This design comes from an exercise in tuning for small area, a short achievable clock period and few clock cycles per item on the open sky130 flow, not from production work. Only simulation tests tie the RTL to the original design; equivalence was not proved. Power and IR drop assume default switching activity.

Setup of epsilon:
==> flow/design.v (excerpt) <==
module thoken_dec (
    input  wire        clk,
    input  wire        rst,
    input  wire        start_valid,
    output wire        start_ready,
    input  wire [1:0]  start_bpp,      
    input  wire [15:0] start_bytes,    
    input  wire        in_valid,
    output reg         in_ready,
    input  wire [7:0]  in_data,
    output reg         px_valid,
    output reg  [3:0]  px_data,
    output reg         done,
    output reg         ok
);
Size in the first run: ~2500 cells after synthesis, ~1200 flip-flops, roughly 39 I/O pins, ~32000 um^2 of cells after synthesis.
Settings: LEC_CHECK=0, CAP_MARGIN=20, CORE_MARGIN=2, CORE_UTILIZATION=55, CTS_CLUSTER_DIAMETER=60, CTS_CLUSTER_SIZE=30, SETUP_SLACK_MARGIN=3.75, SLEW_MARGIN=20; clock period 7.0 ns.
run.sh (not shown) runs the stock make flow with config.mk's settings and CLKGATE_MAP_FILE= SYNTH_SCRIPT=/design/flow/synth_recipe.tcl, a recipe that flattens the netlist after the stock synthesis.
Testbench counts of epsilon, summed over its fixed seeds: cycles 1,179,834, items 1,179,648.
## Diff of input files: alpha against epsilon
--- a/flow/design.v
+++ b/flow/design.v
@@ -113,38 +113,26 @@
         else if (c_rlit) pre = b1 ? 5'd3 : b2 ? 5'd4 : 5'd6;
         else if (c_rrun) pre = seg[0] ? (b1 ? 5'd5 : b2 ? 5'd6 : 5'd8)
                                       : (b1 ? 5'd4 : b2 ? 5'd5 : 5'd7);
         else if (is_lit) pre = b1 ? 5'd1 : b2 ? 5'd2 : 5'd4;
         else if (c_p1)   pre = seg[0] ? (b1 ? 5'd2 : b2 ? 5'd3 : 5'd5)
                                       : (b1 ? 5'd1 : b2 ? 5'd2 : 5'd4);
         else             pre = {pz, 1'b1};
     end
     wire bits_ok = (!more && !ibv) ||
                    (is_row ? (wcnt >= 7'd16) :
                     is_lit ? (wcnt >= 7'd4)  :
                     ppart  ? (wcnt >= 7'd17) : (wcnt >= 7'd13));
-    reg  [8:0]  plen;
-    always @(*) begin
-        case (pz)
-            4'd1:    plen = {6'd0, w[31:29]};
-            4'd2:    plen = {4'd0, w[31:27]};
-            4'd3:    plen = {2'd0, w[31:25]};
-            4'd4:    plen = w[31:23];
-            4'd5:    plen = w[29:21];
-            4'd6:    plen = w[27:19];
-            4'd7:    plen = w[25:17];
-            4'd8:    plen = w[23:15];
-            default: plen = 9'd1;
-        endcase
-    end
+    wire [16:0] lfield = w[31:15] >> (5'd16 - {pz, 1'b0});
+    wire [8:0]  plen   = lfield[8:0];
     wire complete = c_fill || c_rlit || is_lit || (zapp && seg[0]) || c_p2;
     wire to_p     = zapp && !seg[0] && !znone;
     wire dec      = (state == S_DEC) && bits_ok && (c_p2 ? nfree : pfree);
     wire err_z   = zapp && znone;
     wire err_len = c_p2 && (plen > rem);
     wire row_end = c_fill || (c_p2 ? (plen == rem) : (rem == 9'd1));
     wire last_row_end = complete && row_end && (ydec == 8'd255);
     wire       merge = (state == S_DEC) && ibv && !wcnt[6] && (wcnt[5:0] <= 6'd24);
     wire [6:0] wadd  = wcnt + (merge ? 7'd8 : 7'd0);
     wire [6:0] wleft = wadd - {2'd0, pre};
     wire       ovq   = wcnt[6] && (state == S_DEC || state == S_FIN);
     wire       err   = err_z || err_len;
Between epsilon and alpha, the flow reports maximum operating frequency decreasing slightly. Register-to-register slack: alpha vs epsilon down 0.07 ns. Compared with epsilon, detailed-route wire length per cell in alpha decreased by a few percent. Measured against each other, epsilon and alpha differ in area added between synthesis and finish, the lower figure coming from alpha. alpha gives less share of cells above drive strength 1 than epsilon did. met2 layer usage reported by global route in alpha is 2.7 points lower than in epsilon. The via density per instance in alpha was lower than what epsilon gave. Changes observed in alpha relative to epsilon: global-route usage lost 1.3 points, final hold violation count neither gained nor lost much. Diff epsilon -> alpha: count of fill cells added during filler insertion increased by 78 relative to the old numbers; number of stages on the worst setup path increased by 4 relative to the old numbers; wire length of the first global-routing pass decreased by about 5.6% relative to the old numbers.
Testbench counts of alpha, summed over its fixed seeds: cycles 1,179,834, items 1,179,648.

========
The RTL this note starts from:
==> flow/design.v <==
module thoken_dec (
    input  wire        clk,
    input  wire        rst,
    input  wire        start_valid,
    output wire        start_ready,
    input  wire [1:0]  start_bpp,      
    input  wire [15:0] start_bytes,    
    input  wire        in_valid,
    output reg         in_ready,
    input  wire [7:0]  in_data,
    output reg         px_valid,
    output reg  [3:0]  px_data,
    output reg         done,
    output reg         ok
);
    localparam S_IDLE  = 2'd0,
               S_DEC   = 2'd1,
               S_FIN   = 2'd2,
               S_DRAIN = 2'd3;
    localparam M_ROW = 2'd0,       
               M_LIT = 2'd1,       
               M_RUN = 2'd2;       
    reg [1:0]  state;
    reg [1:0]  mode;
    reg        b1, b2, b4;         
    reg [15:0] nleft;              
    reg        more;               
    reg [7:0]  ib;                 
    reg        ibv;
    reg [31:0] w;                  
    reg [6:0]  wcnt;               
    reg [8:0]  rem;                
    reg [7:0]  ydec;               
    reg        row0;               
    reg        rxr;                
    reg        bad;
    reg        errq;               
    reg        pv;
    reg [3:0]  pval;
    reg        pxr;
    reg [3:0]  pz;
    reg        mv;
    reg [3:0]  mval;
    reg        mxr;
    reg [8:0]  mlen;
    reg        m1;
    reg        nv;
    reg [3:0]  nval;
    reg        nxr;
    reg [8:0]  nlen;
    reg        n1;                 
    reg        cv;
    reg [3:0]  cval;
    reg        cxr;
    reg [8:0]  ccnt;               
    reg        clast;              
    reg [255:0] d0, d1, d2, d3;
    reg [7:0]  lag;                
    reg        started;
    reg        sync;               
    integer k;
    assign start_ready = (state == S_IDLE);
    wire take = in_valid && in_ready;
    wire [3:0] up    = {d3[255], d2[255], d1[255], d0[255]};
    wire       emit  = cv && sync;
    wire [3:0] px    = cxr ? (cval ^ up) : cval;
    wire       cfree = !cv || (emit && clast);
    wire       nfree = !mv || cfree;
    wire [31:0] st;                
    genvar gi;
    generate for (gi = 0; gi < 32; gi = gi + 1) begin : g_st
        assign st[gi] = w[31 - gi];
    end endgenerate
    wire is_row = (mode == M_ROW);
    wire is_lit = (mode == M_LIT);
    wire is_run = (mode == M_RUN);
    wire c_fill = is_row && !st[0];             
    wire c_rlit = is_row && st[0] && st[1];     
    wire c_rrun = is_row && st[0] && !st[1];    
    wire c_p1   = is_run && !pv;                
    wire c_p2   = is_run && pv;                 
    wire zapp   = c_rrun || c_p1;
    function [3:0] fld;
        input [6:0] s;             
        input       f1, f2;
        begin
            if (f1)      fld = {3'd0, s[0]};
            else if (f2) fld = {2'd0, s[0], s[1]};
            else         fld = {s[0], s[1], s[2], s[3]};
        end
    endfunction
    wire [3:0] v0 = fld(st[6:0], b1, b2);
    wire [3:0] v2 = fld(st[8:2], b1, b2);
    wire [3:0] v3 = fld(st[9:3], b1, b2);
    wire [3:0] dval = c_rrun ? v3 : c_rlit ? v2 : v0;
    wire [8:0] seg = is_row ? (b1 ? st[12:4] : b2 ? st[13:5] : st[15:7])
                            : (b1 ? st[9:1]  : b2 ? st[10:2] : st[12:4]);
    reg  [8:0] zh;                 
    reg  [3:0] z;
    always @(*) begin
        zh = 9'd0;
        z  = 4'd0;
        for (k = 8; k >= 0; k = k - 1)
            if (seg[k]) begin
                zh = 9'd1 << k;
                z  = k;
            end
    end
    wire znone = (seg == 9'd0);
    reg [4:0] pre;
    always @(*) begin
        if (c_fill)      pre = 5'd2;
        else if (c_rlit) pre = b1 ? 5'd3 : b2 ? 5'd4 : 5'd6;
        else if (c_rrun) pre = seg[0] ? (b1 ? 5'd5 : b2 ? 5'd6 : 5'd8)
                                      : (b1 ? 5'd4 : b2 ? 5'd5 : 5'd7);
        else if (is_lit) pre = b1 ? 5'd1 : b2 ? 5'd2 : 5'd4;
        else if (c_p1)   pre = seg[0] ? (b1 ? 5'd2 : b2 ? 5'd3 : 5'd5)
                                      : (b1 ? 5'd1 : b2 ? 5'd2 : 5'd4);
        else             pre = {pz, 1'b1};
    end
    wire bits_ok = (!more && !ibv) ||
                   (is_row ? (wcnt >= 7'd16) :
                    is_lit ? (wcnt >= 7'd4)  :
                    pv     ? (wcnt >= 7'd17) : (wcnt >= 7'd13));
    wire [16:0] lfield = w[31:15] >> (5'd16 - {pz, 1'b0});
    wire [8:0]  plen   = lfield[8:0];
    wire complete = c_fill || c_rlit || is_lit || (zapp && seg[0]) || c_p2;
    wire to_p     = zapp && !seg[0] && !znone;
    wire dec      = (state == S_DEC) && bits_ok && (nfree || !complete);
    wire err_z   = zapp && znone;
    wire err_len = c_p2 && (plen > rem);
    wire row_end = c_fill || (c_p2 ? (plen == rem) : (rem == 9'd1));
    wire last_row_end = complete && row_end && (ydec == 8'd255);
    wire       merge = (state == S_DEC) && ibv && !wcnt[6] && (wcnt[5:0] <= 6'd24);
    wire [6:0] wadd  = wcnt + (merge ? 7'd8 : 7'd0);
    wire [6:0] wleft = wadd - {2'd0, pre};
    wire       ovq   = wcnt[6] && (state == S_DEC || state == S_FIN);
    wire       err   = err_z || err_len;
    wire [31:0] wm  = w | (merge ? ({ib, 24'd0} >> wcnt[4:0]) : 32'd0);
    reg  [31:0] wz;
    always @(*) begin
        wz = 32'd0;
        for (k = 1; k < 18; k = k + 1)
            if (pre == k) wz = wz | (wm << k);
    end
    wire drain_done = !more && (bad || (!cv && !nv)) && !errq && !ovq;
    reg [1:0] state_n;
    always @(*) begin
        state_n = state;
        case (state)
            S_IDLE:  if (start_valid) state_n = S_DEC;
            S_DEC:   if (dec && last_row_end) state_n = S_FIN;
            S_FIN:   state_n = S_DRAIN;
            S_DRAIN: if (drain_done) state_n = S_IDLE;
        endcase
        if (errq || ovq) state_n = S_DRAIN;
    end
    wire more_n = (state == S_IDLE) ? 1'b1 : take ? (nleft != 16'd1) : more;
    wire room_n = (state == S_IDLE) || (!wadd[6] && wadd[5:0] <= 6'd24);
    wire ibv_n = (state == S_DEC) && (take || (ibv && !merge));
    wire in_ready_n = more_n && (((state_n == S_DEC) && (!ibv_n || room_n)) || (state_n == S_DRAIN));
    wire [7:0] lag_n = (started && !emit) ? lag + 8'd1 : lag;
    always @(posedge clk) begin
        d0 <= {d0[254:0], emit ? px[0] : d0[255]};
        d1 <= {d1[254:0], emit ? px[1] : d1[255]};
        d2 <= {d2[254:0], emit ? px[2] : d2[255]};
        d3 <= {d3[254:0], emit ? px[3] : d3[255]};
    end
    always @(posedge clk) begin
        begin
            state    <= state_n;
            in_ready <= in_ready_n;
            px_valid <= emit;
            px_data  <= px;
            done     <= 1'b0;
            lag     <= lag_n;
            sync    <= (started || emit) ? (lag_n == 8'd0) : (mv || state != S_DEC);
            if (emit) started <= 1'b1;
            if (take) begin
                nleft <= nleft - 16'd1;
                more  <= (nleft != 16'd1);
            end
            ibv <= ibv_n;
            w    <= (state == S_IDLE) ? 32'd0 : dec ? wz : wm;
            wcnt <= (state == S_IDLE) ? 7'd0  : dec ? wleft : wadd;
            if (take)
                ib <= {in_data[0], in_data[1], in_data[2], in_data[3],
                       in_data[4], in_data[5], in_data[6], in_data[7]};
            if (cfree) begin
                cv    <= nv;
                cval  <= nval;
                cxr   <= nxr;
                ccnt  <= nlen;
                clast <= n1;
                nv    <= mv;
                nval  <= mval;
                nxr   <= mxr;
                nlen  <= mlen;
                n1    <= m1;
                mv    <= 1'b0;
            end else if (emit) begin
                ccnt  <= ccnt - 9'd1;
                clast <= (ccnt == 9'd2);
            end
            errq <= dec && err;
            case (state)
                S_IDLE: if (start_valid) begin
                    b1      <= (start_bpp == 2'd0);
                    b2      <= (start_bpp == 2'd1);
                    b4      <= (start_bpp == 2'd2);
                    nleft   <= start_bytes;
                    more    <= 1'b1;
                    mode    <= M_ROW;
                    rem     <= 9'd256;
                    ydec    <= 8'd0;
                    row0    <= 1'b1;
                    bad     <= 1'b0;
                    lag     <= 8'd0;
                    sync    <= 1'b0;
                    started <= 1'b0;
                end
                S_DEC: begin
                    if (dec) begin
                        if (complete) begin
                            if (nv && !cfree) begin
                                mv   <= 1'b1;
                                mval <= tval;
                                mxr  <= txr;
                                mlen <= tlen;
                                m1   <= t1;
                            end else if (mv) begin
                                mv   <= 1'b1;
                                mval <= tval;
                                mxr  <= txr;
                                mlen <= tlen;
                                m1   <= t1;
                                nv   <= 1'b1;
                                nval <= mval;
                                nxr  <= mxr;
                                nlen <= mlen;
                                n1   <= m1;
                            end else begin
                                nv   <= 1'b1;
                                nval <= tval;
                                nxr  <= txr;
                                nlen <= tlen;
                                n1   <= t1;
                            end
                        end
                        if (to_p) begin
                            pv   <= 1'b1;
                            pval <= dval;
                            pxr  <= c_rrun ? (st[2] && !row0) : rxr;
                            pz   <= z;
                        end
                        if (c_p2) pv <= 1'b0;
                        if (c_rrun) rxr <= st[2] && !row0;
                        if (complete && row_end) begin
                            mode <= M_ROW;
                            rem  <= 9'd256;
                            ydec <= ydec + 8'd1;
                            row0 <= 1'b0;
                        end else begin
                            if (c_rlit) mode <= M_LIT;
                            if (c_rrun) mode <= M_RUN;
                            if (complete) rem <= rem - (c_p2 ? plen : 9'd1);
                        end
                    end
                end
                S_FIN: begin
                    if (more || ibv || wcnt >= 7'd8 || w != 32'd0) bad <= 1'b1;
                end
                S_DRAIN: if (drain_done) begin
                    done  <= 1'b1;
                    ok    <= !bad;
                    cv    <= 1'b0;
                    nv    <= 1'b0;
                    mv    <= 1'b0;
                end
            endcase
            if (errq || ovq) begin
                bad <= 1'b1;
                pv  <= 1'b0;
                mv  <= 1'b0;
                nv  <= 1'b0;
                cv  <= 1'b0;
            end
        end
        if (rst) begin
            state    <= S_IDLE;
            in_ready <= 1'b0;
            px_valid <= 1'b0;
            done     <= 1'b0;
            more     <= 1'b0;
            ibv      <= 1'b0;
            pv       <= 1'b0;
            errq     <= 1'b0;
            nv       <= 1'b0;
            mv       <= 1'b0;
            cv       <= 1'b0;
        end
    end
    wire [3:0] tval = c_fill ? 4'd0 : c_p2 ? pval : dval;
    wire       txr  = c_fill ? (st[1] && !row0) :
                      c_p2   ? pxr :
                      c_rrun ? (st[2] && !row0) :
                      c_p1   ? rxr : 1'b0;
    wire [8:0] tlen = c_fill ? 9'd256 : c_p2 ? plen : 9'd1;
    wire       t1   = !c_fill && !c_p2;
endmodule
Settings: LEC_CHECK=0, CAP_MARGIN=20, CORE_MARGIN=2, CORE_UTILIZATION=55, CTS_CLUSTER_DIAMETER=60, CTS_CLUSTER_SIZE=30, SETUP_SLACK_MARGIN=3.6, SLEW_MARGIN=20; clock period 7.0 ns.
Testbench counts at the start, summed over its fixed seeds: cycles 1,179,857, items 1,179,648.
Edit:
--- a/flow/design.v
+++ b/flow/design.v
@@ -138,11 +138,11 @@
     wire       err   = err_z || err_len;
     wire [31:0] wm  = w | (merge ? ({ib, 24'd0} >> wcnt[4:0]) : 32'd0);
     reg  [31:0] wz;
     always @(*) begin
-        wz = 32'd0;
+        wz = dec ? 32'd0 : wm;
         for (k = 1; k < 18; k = k + 1)
-            if (pre == k) wz = wz | (wm << k);
+            if (dec && pre == k) wz = wz | (wm << k);
     end
     wire drain_done = !more && (bad || (!cv && !nv)) && !errq && !ovq;
     reg [1:0] state_n;
     always @(*) begin
@@ -180,9 +180,9 @@
                 nleft <= nleft - 16'd1;
                 more  <= (nleft != 16'd1);
             end
             ibv <= ibv_n;
-            w    <= (state == S_IDLE) ? 32'd0 : dec ? wz : wm;
+            w    <= (state == S_IDLE) ? 32'd0 : wz;
             wcnt <= (state == S_IDLE) ? 7'd0  : dec ? wleft : wadd;
             if (take)
                 ib <= {in_data[0], in_data[1], in_data[2], in_data[3],
                        in_data[4], in_data[5], in_data[6], in_data[7]};
- cell count is higher by 1.3%
- die area is lower by about 0.6%
- wire length hardly moves
- synthesized cell count is higher by 0.44%
- register-to-register slack improved by 0.03 ns
- design area is higher by 0.77%
- clock power hardly moves
- total power is lower by 11%
Testbench counts after the change, summed over its fixed seeds: cycles 1,179,857, items 1,179,648.

port drivers added, routing unchanged:
Ports are ideal in the flow. The routed layouts listed here were re-timed in OpenROAD.
Step 1 assumes that a clkbuf_16 drives the clock port and a buf_2 every other input.
Step 2, shift: input delay + t, output delay - t, t = (earliest + latest rising clock arrival at the registers) / 2. This alone moves slack from input paths to output paths.
Slacks: no drivers / after step 1 / after step 2; pairs: no drivers / after step 1.
| run | shift t [ns] | setup WS [ns] | worst register clock-pin slew, ns |
|---|---|---|---|
| epsilon | 0.702 | 3.528 / 3.528 / 3.528 | 0.11 / 0.11 |
| alpha | 0.699 | 3.459 / 3.459 / 3.429 | 0.10 / 0.10 |
| the first run of note 2 | 0.701 | 3.590 / 3.590 / 3.414 | 0.11 / 0.11 |
| the second run of note 2 | 0.707 | 3.624 / 3.624 / 3.566 | 0.10 / 0.10 |
After both steps setup and hold are still met in every run listed. For the first run of note 2, which loses most, drivers alone change the setup slack by 0.000 ns; drivers and shift together by -0.176 ns.
